This is an optimization exercise on Yosys and OpenROAD, whose aim is small area, a short achievable clock period and few clock cycles per item, not a production implementation. Function was not checked in any run shown here: the RTL went through the layout flow alone.

`design.v`:
```
module stitch_blend (
    input  wire        clk,
    input  wire        rst,
    input  wire        in_valid,
    output wire        in_ready,
    input  wire        in_sol,       
    input  wire        in_apron,     
    input  wire [11:0] in_bg_y,
    input  wire [11:0] in_bg_cb,
    input  wire [11:0] in_bg_cr,
    input  wire [7:0]  in_vis,       
    input  wire [7:0]  in_cov,       
    input  wire [95:0] in_y,         
    input  wire [95:0] in_cb,
    input  wire [95:0] in_cr,
    input  wire [79:0] in_pa,        
    input  wire [79:0] in_ga,        
    output reg         out_valid,
    input  wire        out_ready,
    output reg         out_sol,
    output reg  [9:0]  out_y,
    output reg  [9:0]  out_c         
);
    reg  [7:0] opq;      
    reg  [7:0] live;     
    reg  [7:0] above;    
    integer l;
    always @(*) begin
        for (l = 0; l < 8; l = l + 1) begin
            opq[l]  = in_cov[l] && (in_vis[l] || (l == 7 && in_apron)) &&
                      (&in_pa[10*l +: 10]) && ((&in_ga[10*l +: 10]) || (l == 7 && in_apron));
            live[l] = in_cov[l] && (in_vis[l] || (l == 7 && in_apron)) &&
                      (|in_pa[10*l +: 10]) && ((|in_ga[10*l +: 10]) || (l == 7 && in_apron));
        end
        above[7] = 1'b0;
        for (l = 6; l >= 0; l = l - 1)
            above[l] = above[l+1] || opq[l+1];
    end
    wire [7:0] top  = opq & ~above;             
    wire [7:0] need = live & ~opq & ~above;     
    reg  [7:0] done;     
    reg        cont;     
    wire [7:0] rem  = need & ~done;
    reg  [7:0] sel;      
    reg  [7:0] lower;
    always @(*) begin
        lower[0] = 1'b0;
        for (l = 1; l < 8; l = l + 1)
            lower[l] = lower[l-1] || rem[l-1];
        sel = rem & ~lower;
    end
    wire       more = |(rem & ~sel);             
    reg        b_valid, b_last, b_sol;
    reg [11:0] dst_y, dst_cb, dst_cr;
    reg [11:0] src_y, src_cb, src_cr;
    reg [9:0]  b_ap;
    wire stall_b  = b_valid && b_last && out_valid && !out_ready;
    assign in_ready = !stall_b && !more;
    wire issue    = in_valid && !stall_b;
    reg [11:0] st_y, st_cb, st_cr;
    reg [11:0] m_y, m_cb, m_cr;
    reg [9:0]  m_pa, m_ga;
    always @(*) begin
        st_y  = (|top) ? 12'd0 : in_bg_y;
        st_cb = (|top) ? 12'd0 : in_bg_cb;
        st_cr = (|top) ? 12'd0 : in_bg_cr;
        m_y = 12'd0; m_cb = 12'd0; m_cr = 12'd0; m_pa = 10'd0; m_ga = 10'd0;
        for (l = 0; l < 8; l = l + 1) begin
            st_y  = st_y  | (in_y [12*l +: 12] & {12{top[l]}});
            st_cb = st_cb | (in_cb[12*l +: 12] & {12{top[l]}});
            st_cr = st_cr | (in_cr[12*l +: 12] & {12{top[l]}});
            m_y   = m_y   | (in_y [12*l +: 12] & {12{sel[l]}});
            m_cb  = m_cb  | (in_cb[12*l +: 12] & {12{sel[l]}});
            m_cr  = m_cr  | (in_cr[12*l +: 12] & {12{sel[l]}});
            m_pa  = m_pa  | (in_pa[10*l +: 10] & {10{sel[l]}});
            m_ga  = m_ga  | ((l == 7 && in_apron) ? {10{sel[l]}} : (in_ga[10*l +: 10] & {10{sel[l]}}));
        end
    end
    wire [20:0] a_prod = m_pa * m_ga + (m_ga[9] ? {11'd0, m_pa} : 21'd0) + 21'd512;
    wire [9:0]  a      = a_prod[19:10];
    wire [9:0]  ap     = a + {9'd0, a[9]};
    function [11:0] blend;
        input [11:0] src;
        input [11:0] dst;
        input [9:0]  w;
        reg signed [12:0] diff;
        reg signed [23:0] sum;
        begin
            diff  = $signed({1'b0, src}) - $signed({1'b0, dst});
            sum   = $signed({1'b0, dst, 10'd0}) + diff * $signed({1'b0, w}) + 24'sd512;
            blend = sum[21:10];
        end
    endfunction
    wire [11:0] res_y  = blend(src_y,  dst_y,  b_ap);
    wire [11:0] res_cb = blend(src_cb, dst_cb, b_ap);
    wire [11:0] res_cr = blend(src_cr, dst_cr, b_ap);
    function [9:0] to10;
        input [11:0] v;
        reg   [10:0] r;
        begin
            r = ({1'b0, v} + 13'd2) >> 2;
            if (r < 11'd4)         to10 = 10'd4;
            else if (r > 11'd1019) to10 = 10'd1019;
            else                   to10 = r[9:0];
        end
    endfunction
    reg       odd;       
    reg [9:0] cr_hold;   
    wire      is_even = b_sol || !odd;
    wire      b_done  = b_valid && b_last && !stall_b;
    always @(posedge clk) begin
        if (issue) begin
            src_y  <= m_y;
            src_cb <= m_cb;
            src_cr <= m_cr;
            b_ap   <= ap;
            b_last <= !more;
            b_sol  <= in_sol;
        end
        if (issue && !cont) begin
            dst_y  <= st_y;
            dst_cb <= st_cb;
            dst_cr <= st_cr;
        end else if (b_valid && !b_last) begin
            dst_y  <= res_y;
            dst_cb <= res_cb;
            dst_cr <= res_cr;
        end
        if (b_done) begin
            out_sol <= b_sol;
            out_y   <= to10(res_y);
            if (is_even) begin
                out_c   <= to10(res_cb);
                cr_hold <= to10(res_cr);
            end else begin
                out_c   <= cr_hold;
            end
        end
        if (rst) begin
            done      <= 8'd0;
            cont      <= 1'b0;
            b_valid   <= 1'b0;
            out_valid <= 1'b0;
            odd       <= 1'b0;
        end else begin
            if (issue) begin
                done <= more ? (done | sel) : 8'd0;
                cont <= more;
            end
            if (issue)
                b_valid <= 1'b1;
            else if (!stall_b)
                b_valid <= 1'b0;
            if (b_done) begin
                out_valid <= 1'b1;
                odd       <= is_even;
            end else if (out_ready) begin
                out_valid <= 1'b0;
            end
        end
    end
endmodule
```
`run.sh`:
```
#!/bin/bash
# synth_recipe.tcl (not shown) runs the flow's synth.tcl, then flattens the netlist and writes it again
# the make line also repeats each setting of config.mk as NAME=value (left out here)
make -C /OpenROAD-flow-scripts/flow DESIGN_CONFIG=/design/flow/config.mk WORK_HOME=/design/flow/orfs CLKGATE_MAP_FILE= SYNTH_SCRIPT=/design/flow/synth_recipe.tcl finish
```
`constraint.sdc`:
```
create_clock -name core_clock -period 22.0 [get_ports {clk}]
set_input_delay 4.4000 -clock core_clock [delete_from_list [all_inputs] [get_ports {clk}]]
set_output_delay 4.4000 -clock core_clock [all_outputs]
set_load 0.01 [all_outputs]
```
`config.mk`:
```
export PLATFORM = sky130hd
export DESIGN_NAME = stitch_blend
export DESIGN_NICKNAME = stitch_blend
export VERILOG_FILES = /design/flow/design.v
export SDC_FILE = /design/flow/constraint.sdc
export NUM_CORES = 4
export LEC_CHECK = 0
export CAP_MARGIN = 20
export CORE_MARGIN = 2
export CORE_UTILIZATION = 40
export SLEW_MARGIN = 20
```
==> results of run 1 <==
worst max-delay path: cells and delay by family:
family                     cells  cell delay (ps)
AOI/OAI and AO/OA             11             3740
xor gates and xnor gates       2              270
adders and majority gates      8             3080
buffers and inverters          8             2090
and+or+nand+nor                9             2470
state kept, by name, indices dropped and copies added (netlist names):
signal and cells:
src_y 12, dst_cr 12, b_ap 10, src_cr 12, odd 1, dst_cb 12
done 8, out_sol 1, cont 1, src_cb 12, b_sol 1, cr_hold 10
dst_y 12, out_c 10, out_valid 1, b_last 1, b_valid 1, out_y 10
logic make-up after synthesis:
group / after synthesis / share of synthesized area, %
compound gates: 702 / 15.91
xor+xnor: 144 / 4.031
fa+ha+maj: 707 / 38.90
buf+inv: 740 / 8.927
flops: 127 / 11.81
mux: 40 / 1.296
simple gates: 1217 / 19.13
worst max-delay path by stage:
stage,end,slack [ps],cells past startpoint
2_1_floorplan,b_ap[8],8740,40
3_3_place_gp,b_ap[8],6000,38
3_5_place_dp,b_ap[8],5860,38
4_1_cts,b_ap[8],6340,38
5_1_grt,b_ap[8],5480,38
6_report,b_ap[8],6060,38
area by class of cell:
cell class | count | area [sq um] | share of cell area [%]
flip-flops and latches | 127 | 3694 | 9.597
well taps | 1040 | 1301 | 3.381
multi-input cells | 2810 | 24940 | 64.79
repair buffers | 594 | 5781 | 15.02
inverters | 579 | 2173 | 5.647
diodes | 14 | 35.03 | 0.09103
clock buffers | 17 | 425.4 | 1.105
clock inverters | 15 | 140.1 | 0.3641
metal layers:
metal | up-vias | track usage [%]
met3 | 324 | 6.905
met4 | 6 | 16.56
met1 | 14849 | 46.81
met5 | - | 0
li1 | 13364 | -
met2 | 1685 | 54.89
synth_stat cells (6+ instances only):
library cell / instances
a221o_1: 39
a21boi_0: 27
mux2i_1: 36
and4_1: 9
a211oi_1: 18
nor2b_1: 30
clkbuf_1: 134
xnor2_1: 100
o21ai_0: 84
a21oi_1: 142
nand2b_1: 32
o21bai_1: 7
ha_1: 263
a211o_1: 16
xor2_1: 44
nor2_1: 207
a32oi_1: 10
fa_1: 443
nor3_1: 28
o21a_1: 12
o21ai_1: 17
a221oi_1: 80
nand2_1: 438
nor3b_1: 13
or3_1: 9
nor4_1: 42
and2_1: 214
inv_1: 579
nand3_1: 89
nand4_1: 56
o2111ai_1: 13
a22o_1: 10
o211ai_1: 41
or4_1: 6
edfxtp_1: 115
a22oi_1: 71
buf_2: 6
and3_1: 17
dfxtp_1: 12
a31oi_1: 45
buf_1: 20
a21o_1: 23
==> run notes, run 1 <==
Worst Reg-to-Reg Cells 35; synthesized area around 0.031 sq mm; Area Overhead vs Synth 23.02%; core area slightly below 0.08 sq mm; routability congestion estimate approximately 1.1; via count ~30000; Synth top area share 28.35%; setup violators final 0; status complete, no violations; Post-synth top flop edfxtp_1; Rows about 100; worst r2r src done[1]; Post-CTS Setup Inserts 0; Critical Path Max Stage Delay 840 ps; routed vias/inst around 5.8; cells after synthesis between 3000 and 4000; syn nets 4889; first-pass GRT wire length slightly above 200000 um; EDFF count, synth 115; Period minus WS final ~16000 ps; Max FO, Critical Path 57; CTS Sinks between 100 and 150; die width around 280 um; dpl cell area approximately 0.038 sq mm; Critical Path Start Type input port; RSZ-0062 raised after global routing no; post-layout util ~50%; worst skew pair latency approximately 450 ps; RR Endpoint b_ap[8]; Pre-antenna DRT Iters 6; TritonCTS clock tree yes; DRC viols 0; Max Root-Sink Buffers 2; Post-CTS Hold Buffers 0; sequential-to-total area share from yosys stat approximately an eighth; wire per inst 27.43 um; slew margin rel. 28.53%; Crit Path Class input port to register; Worst-Margin Slew 1064 ps; Worst Hold End done[7]; share of flip-flops with an asynchronous set or reset 0%; Nets between 5000 and 6000; setup_tns 0 ps; Critical path origin in_pa[57]; GRT Resource Usage Total 35.13%; Clock Skew 17.59 ps; metal1 wirelength 58100 um; Fmax achieved 62.74 MHz; ratio of cells with drive above 1 in the final layout under 10%; DR top layer met5; Routed WL 142500 um; Starting Density 40.39%; Worst Min Path Start done[7]; Worst Setup Slack, final around 6000 ps; vias in the first global route 30778; Slew Viols, Final 0; initial antenna violation count 18; CP endpoint kind register; largest area contributor in the netlist fa_1; Final Cell Area between 0.03 and 0.04 sq mm; Yosys cell types 83; Layout Cells excl Fill 5196; fillcell total 7538; syn_area_per_cell around 8.5 sq um; Starting DRT DRC Count approximately 3000; Post-Place Worst Slack about 5900 ps; post_cts resized 0; Hold Path Cell Cnt 2; met2 wire length between 60000 and 70000 um; post-DP HPWL approximately 120000 um; Worst EP arrival 16130 ps; H-tree levels 4; Area contributors post-synth fa_1 28%, edfxtp_1 11%, ha_1 11%; Hold Crit Class register to register; Final Hold Vio Count 0; worst reg2reg setup slack between 10000 and 15000 ps; register clock-pin slew on the reported worst setup and hold paths about 80 ps; total die area a little over 0.08 sq mm; Ys Warns 1; most frequent cells in the layout 579 x inv_1, 528 x clkdlybuf4s50_1, 443 x fa_1; Period Utilization, post-route roughly 72%; max cap viols 0; hold_ws roughly 490 ps; Seq cells post-synth roughly 130; met3 routed WL 13040 um; IO Pins around 530; largest net degree at the start of global routing 60; Antenna Nets Post-Route 0; I/O Buffers approximately 530; dpl cells ~5200; Req. time, crit path about 22000 ps; critical path's slowest cell a211oi_1; gr ovfl total 0; die extent in y around 280 um; root buffer cell clkbuf_16; CTS buffer count 17; most common cell after layout, fill and taps aside inv_1
==> inputs of run 2 (changes only) <==
--- a/config.mk
+++ b/config.mk
@@ -6,6 +6,8 @@
 export NUM_CORES = 4
 export LEC_CHECK = 0
+export ABC_CLOCK_PERIOD_IN_PS = 10000
 export CAP_MARGIN = 20
 export CORE_MARGIN = 2
 export CORE_UTILIZATION = 40
+export SETUP_SLACK_MARGIN = 5
 export SLEW_MARGIN = 20
==> run 2 against run 1 <==
Still clean. Count of clock-buffer cells in the layout unchanged. Cell area unchanged. Final cell count unchanged. Highest routed layer unchanged.
==> run notes, run 2 <==
status complete, no violations; Pre-antenna DRT Iters 6; CP Depth 38; register clock-pin slew on the reported worst setup and hold paths ~80 ps; setup violators final 0; setup_tns 0 ps; Fmax achieved between 60 and 70 MHz; Post-CTS Hold Buffers 0; max cap viols 0; synthesized area 0.03129 sq mm; Req. time, crit path between 20000 and 25000 ps; CP endpoint kind register; I/O Buffers roughly 530; die extent in y between 200 and 300 um; most frequent cells in the layout 579 x inv_1, 528 x clkdlybuf4s50_1, 443 x fa_1; vias in the first global route around 31000; Ys Warns 1; routability congestion estimate 1.072; Layout Cells excl Fill a little over 5000; IO Pins approximately 530; Worst EP arrival 16130 ps; Top delay family on crit path compound AO/OA/AOI/OAI gates; Starting DRT DRC Count a little under 3000; core area 0.07747 sq mm; RR Endpoint b_ap[8]; dpl cells between 5000 and 6000; Max Root-Sink Buffers 2; Clock Skew approximately 18 ps; die width around 280 um; post-synthesis simple-gate area fraction between 10% and 20%; post_cts resized 0; first-pass GRT wire length 207800 um; Worst Reg-to-Reg Cells 35; routed vias/inst around 5.8; critical path's slowest cell a211oi_1; Period Utilization, post-route 72.45%; root buffer cell clkbuf_16; worst skew pair latency between 400 and 500 ps; Max FO, Critical Path 57; Commonest cells post-synth 579 x inv_1, 443 x fa_1, 438 x nand2_1, 263 x ha_1, 214 x and2_1; DRC viols 0; Nets between 5000 and 6000; Synth Area in Compound Gates 15.91%; Antenna Nets Post-Route 0; Post-Synth XOR/XNOR Area 4.031%; H-tree levels 4; Yosys cell types between 80 and 90; GRT Resource Usage Total a little over a third; Crit Path Class input port to register; top-count cell post-synth inv_1; slew margin rel. 28.53%; Hold Path Cell Cnt 2; Post-Synth Adder-Cell Area 38.90%; CP Buf/Inv Count 8; Rows slightly above 100; Critical Path Max Stage Delay ~840 ps; syn nets around 5000; worst r2r src done[1]; Slew Viols, Final 0; Routed WL 142500 um; syn_area_per_cell 8.508 sq um; Hold Crit Class register to register; largest area contributor in the netlist fa_1; largest family of logic cells by synthesized area adder cells; Final Hold Vio Count 0; register area between 0.003 and 0.004 sq mm; ratio of cells with drive above 1 in the final layout between 3 and 4%; Starting Density roughly two fifths; cells after synthesis between 3000 and 4000; total die area approximately 0.080 sq mm; most common cell after layout, fill and taps aside inv_1; Post-synth top flop edfxtp_1; Period minus WS final 15940 ps; gr ovfl total 0; share of flip-flops with an asynchronous set or reset 0%; Critical path origin in_pa[57]; RSZ-0062 raised after global routing no; TritonCTS clock tree yes; area of the multi-input gates between 0.02 and 0.025 sq mm; sequential-to-total area share from yosys stat between 10% and 20%; EDFF count, synth 115; Post-CTS Setup Inserts 0; wire per inst roughly 27 um; CTS buffer count 17; via count between 30000 and 40000; Synth top area share between 20 and 30%; Critical Path Start Type input port; Worst-Margin Slew 1064 ps; Setup crit end b_ap[8]; worst reg2reg setup slack 11410 ps; mux cell area share after synthesis 1.296%; fillcell total 7538; CTS Sinks 127; post-DP HPWL 117600 um; initial antenna violation count 18; Worst Min Path Start done[7]; Area contributors post-synth fa_1 28%, edfxtp_1 11%, ha_1 11%; Area Overhead vs Synth 23.02%; Seq cells post-synth about 130; largest net degree at the start of global routing 60
run 2: cell counts after synthesis:
Identical to the previous run, type by type.
run 2: final cells by class:
cell class	count	area share, %
Sequential cell	127	9.597
Inverter	579	5.647
Timing Repair Buffer	594	15.02
Antenna cell	14	0.09103
Tap cell	1040	3.381
Clock buffer	17	1.105
Clock inverter	15	0.3641
Multi-Input combinational cell	2810	64.79
run 2: tightest hold or removal path: cells and delay by family, from the launching register on:
kind / cells / cell delay [ps]
and+or+nand+nor: 1 / 70
AOI/OAI and AO/OA: 1 / 50
DFF: 1 / 340
run 2: through the flow:
step	hold WS (ps)	setup WS [ps]	util, %	area [sq um]
after floorplan	437.4	8739	-	31290
after global placement	472.1	6002	48.90	37880
after detailed placement	478.6	5858	48.90	37890
after CTS	499.2	6336	49.64	38450
after global routing	523.0	5480	49.68	38480
final	494.9	6061	49.68	38490
run 2: cells by family after synthesis:
kind of cell | count (synthesis)
compound gates | 702
xor+xnor | 144
fa+ha+maj | 707
buf+inv | 740
flops | 127
mux | 40
simple gates | 1217
run 2: worst min path at each step:
stage              end
2_1_floorplan  done[1]
5_1_grt        done[1]
3_5_place_dp   done[6]
6_report       done[7]
4_1_cts        done[6]
3_3_place_gp   done[1]
run 2: metal layers:
metal  global-route usage, %  part of all wire [%]  vias to the layer above
met4                   16.56                   5.4                        6
met2                   54.89                    45                     1685
met1                   46.81                    41                    14849
met3                   6.905                   9.1                      324
li1                        -                     -                    13364
met5                       0                 0.032                        -

==> what the ideal ports hide <==
In the flow no input, the clock included, has a driving cell. The finished layouts below were timed again as built, in two steps.
Step 1: set_driving_cell puts a clkbuf_16 on clk and a buf_2 on each other input, an assumption about the parent block.
Step 2 adds t to the input delays and takes it off the output delays; t is the mean of the earliest and latest rising clock arrival at the registers after step 1. Input paths then give back, and output paths get back, about the clock's delay inside the block.
a / b / c = ideal / step 1 / step 2; a / b = the first two.
run | t (ns) | slack for setup (ns) | worst setup path at the end | pins driven straight from the clock port
run 1 | 0.502 | 6.061 / 6.095 / 5.594 | input to register | 1
run 2 | 0.502 | 6.061 / 6.095 / 5.594 | input to register | 1
After both steps setup and hold are still met in every run listed.
